This design comes from an exercise in tuning for small area, a short achievable clock period and few clock cycles per item on the open sky130 flow, not from production work.
Function was checked by simulation only, so behaviour that the tests miss may differ from the original.
Power and IR drop assume default switching activity.

## lane 1
Design steer_hash, start of the top module:
module steer_hash (
    input              clk,
    input              rst,         
    input              start,       
    input      [63:0]  in_cfg,      
    input      [639:0] in_key,      
    input      [319:0] in_tkey,     
    output reg         done,        
    output     [31:0]  hash
);
For scale: roughly 5900 cells after synthesis, roughly 180 flip-flops.
Settings: LEC_CHECK=0, CAP_MARGIN=20, CELL_PAD_IN_SITES_DETAIL_PLACEMENT=1, CELL_PAD_IN_SITES_GLOBAL_PLACEMENT=2, CORE_AREA=5 5 415 415, DIE_AREA=0 0 420 420, PLACE_DENSITY=0.4, SETUP_SLACK_MARGIN=4.5, SLEW_MARGIN=20, TNS_END_PERCENT=10; clock period 9.0 ns.
standard.sh (not shown) runs the stock make flow with config.mk's settings and CLKGATE_MAP_FILE= SYNTH_SCRIPT=/design/flow/synth_recipe.tcl, a recipe that flattens the netlist after the stock synthesis.
==> flow/flow/run.sh <==
#!/bin/bash
# Standard ORFS layout; port buffers use the smallest buffer cell.
set -o pipefail
bash standard.sh "BUFFER_PORTS_ARGS=-buffer_cell sky130_fd_sc_hd__buf_1" finish > standard_flow.log 2>&1
Testbench counts of lane 1, summed over its fixed seeds: cycles 30,055, hashes 4,800.
diff inputs: lane 1 => lane 2
--- a/flow/config.mk
+++ b/flow/config.mk
@@ -10,7 +10,6 @@
 export CELL_PAD_IN_SITES_GLOBAL_PLACEMENT = 2
-export CORE_AREA = 5 5 415 415
-export DIE_AREA = 0 0 420 420
+export CORE_AREA = 5 5 395 395
+export DIE_AREA = 0 0 400 400
 export PLACE_DENSITY = 0.4
-export SETUP_SLACK_MARGIN = 4.5
+export SETUP_SLACK_MARGIN = 3.5
 export SLEW_MARGIN = 20
-export TNS_END_PERCENT = 10
Notes after the runs:
Compared with lane 1, in lane 2 total power of the final layout went down 1.6%, sequential share of layout area went up 0.32 points.
Layout inverter count without the clock tree: lane 1 vs lane 2, no meaningful difference
Going from lane 1 to lane 2, number of iterations in the first detailed-routing pass has decreased, cell area lower, final cycle utilization of the critical path +0.45 points.
Final wirelength (lane 2 vs. lane 1) decreases by a few percent
Remaining routing DRC violations: lane 2 vs lane 1, no meaningful difference
On lane 2: hold slack is 0.017 ns lower than what lane 1 gave.
Setup changes, lane 2 to lane 3
--- a/flow/config.mk
+++ b/flow/config.mk
@@ -10,4 +10,4 @@
 export CELL_PAD_IN_SITES_GLOBAL_PLACEMENT = 2
-export CORE_AREA = 5 5 395 395
-export DIE_AREA = 0 0 400 400
+export CORE_AREA = 5 5 415 415
+export DIE_AREA = 0 0 420 420
 export PLACE_DENSITY = 0.4
@@ -15 +15,2 @@
 export SLEW_MARGIN = 20
+export TNS_END_PERCENT = 10
==> summary.txt <==
Changes observed in lane 3 relative to lane 2: largest net degree at the start of global routing rose 93, final setup slack of the worst path shrank by 0.044 ns, signed area change from the synthesized netlist to the final layout -0.44 points, share of the cycle needed by the critical path after routing up 0.49 points. Going from lane 2 to lane 3, final wirelength grew slightly. Total power was higher in lane 2 than in lane 3. The final instance area of lane 3 was superior to that of lane 2. Summary: with lane 2 as the reference, via count of the first global-routing pass in lane 3 moved down slightly.

---

Another version of the RTL of steer_hash (not shown whole).
Size: about 5700 cells after synthesis, about 180 flip-flops, ~1100 I/O pins, ~36000 µm² of cells after synthesis.
clock: 9.0 ns
lec_check: 0
cap_margin: 20
cell_pad_in_sites_detail_placement: 1
cell_pad_in_sites_global_placement: 2
core_area: 5 5 415 415
die_area: 0 0 420 420
place_density: 0.4
setup_slack_margin: 2.5
slew_margin: 20
Scripts as last shown in full above: flow/flow/run.sh
The baseline finished with timing, DRC and antenna clean.
Testbench counts at the start, summed over its fixed seeds: cycles 30,055, hashes 4,800.
Next try:
- CORE_AREA: 5 5 415 415 -> 5 5 395 395
- DIE_AREA: 0 0 420 420 -> 0 0 400 400
- SETUP_SLACK_MARGIN: 2.5 -> 3.5
First-iteration DRC count went up by 3.8%; cell count shrinks by 1.6%; sequential power went down by about 7%; die area fell by 9.3%; area after synthesis is unchanged; combinational power went up by about 5%; hold slack is better by 3.6 ps; wire length drops by 4.1%.

==> port drivers added, routing unchanged <==
How much do the figures lean on ideal ports? The routed layouts below were timed once more, with nothing changed but the port constraints.
Step 1, drivers: a clkbuf_16 drives clk and a buf_2 each remaining input, both assumed.
Step 2, shift: input delay + t, output delay - t, t = (earliest + latest rising clock arrival at the registers) / 2. This alone moves slack from input paths to output paths.
a / b / c = no drivers / after step 1 / after step 2; a / b = the first two.
run	shift t [ns]	setup slack, ns	hold slack, ns	cell pins on the clock port's net
lane 1	0.600	3.282 / 3.254 / 2.654	0.496 / 0.496 / 0.496	1
lane 2	0.609	3.242 / 3.199 / 2.590	0.478 / 0.478 / 0.478	1
lane 3	0.607	3.197 / 3.165 / 2.558	0.491 / 0.491 / 0.491	1
the first run of note 2	0.655	2.427 / 2.386 / 1.731	0.463 / 0.463 / 0.463	1
the second run of note 2	0.642	3.331 / 3.361 / 2.719	0.466 / 0.466 / 0.466	1
After both steps every run listed still meets setup and hold. For the first run of note 2, which loses most, drivers alone change the setup slack by -0.041 ns; drivers and shift together by -0.696 ns.
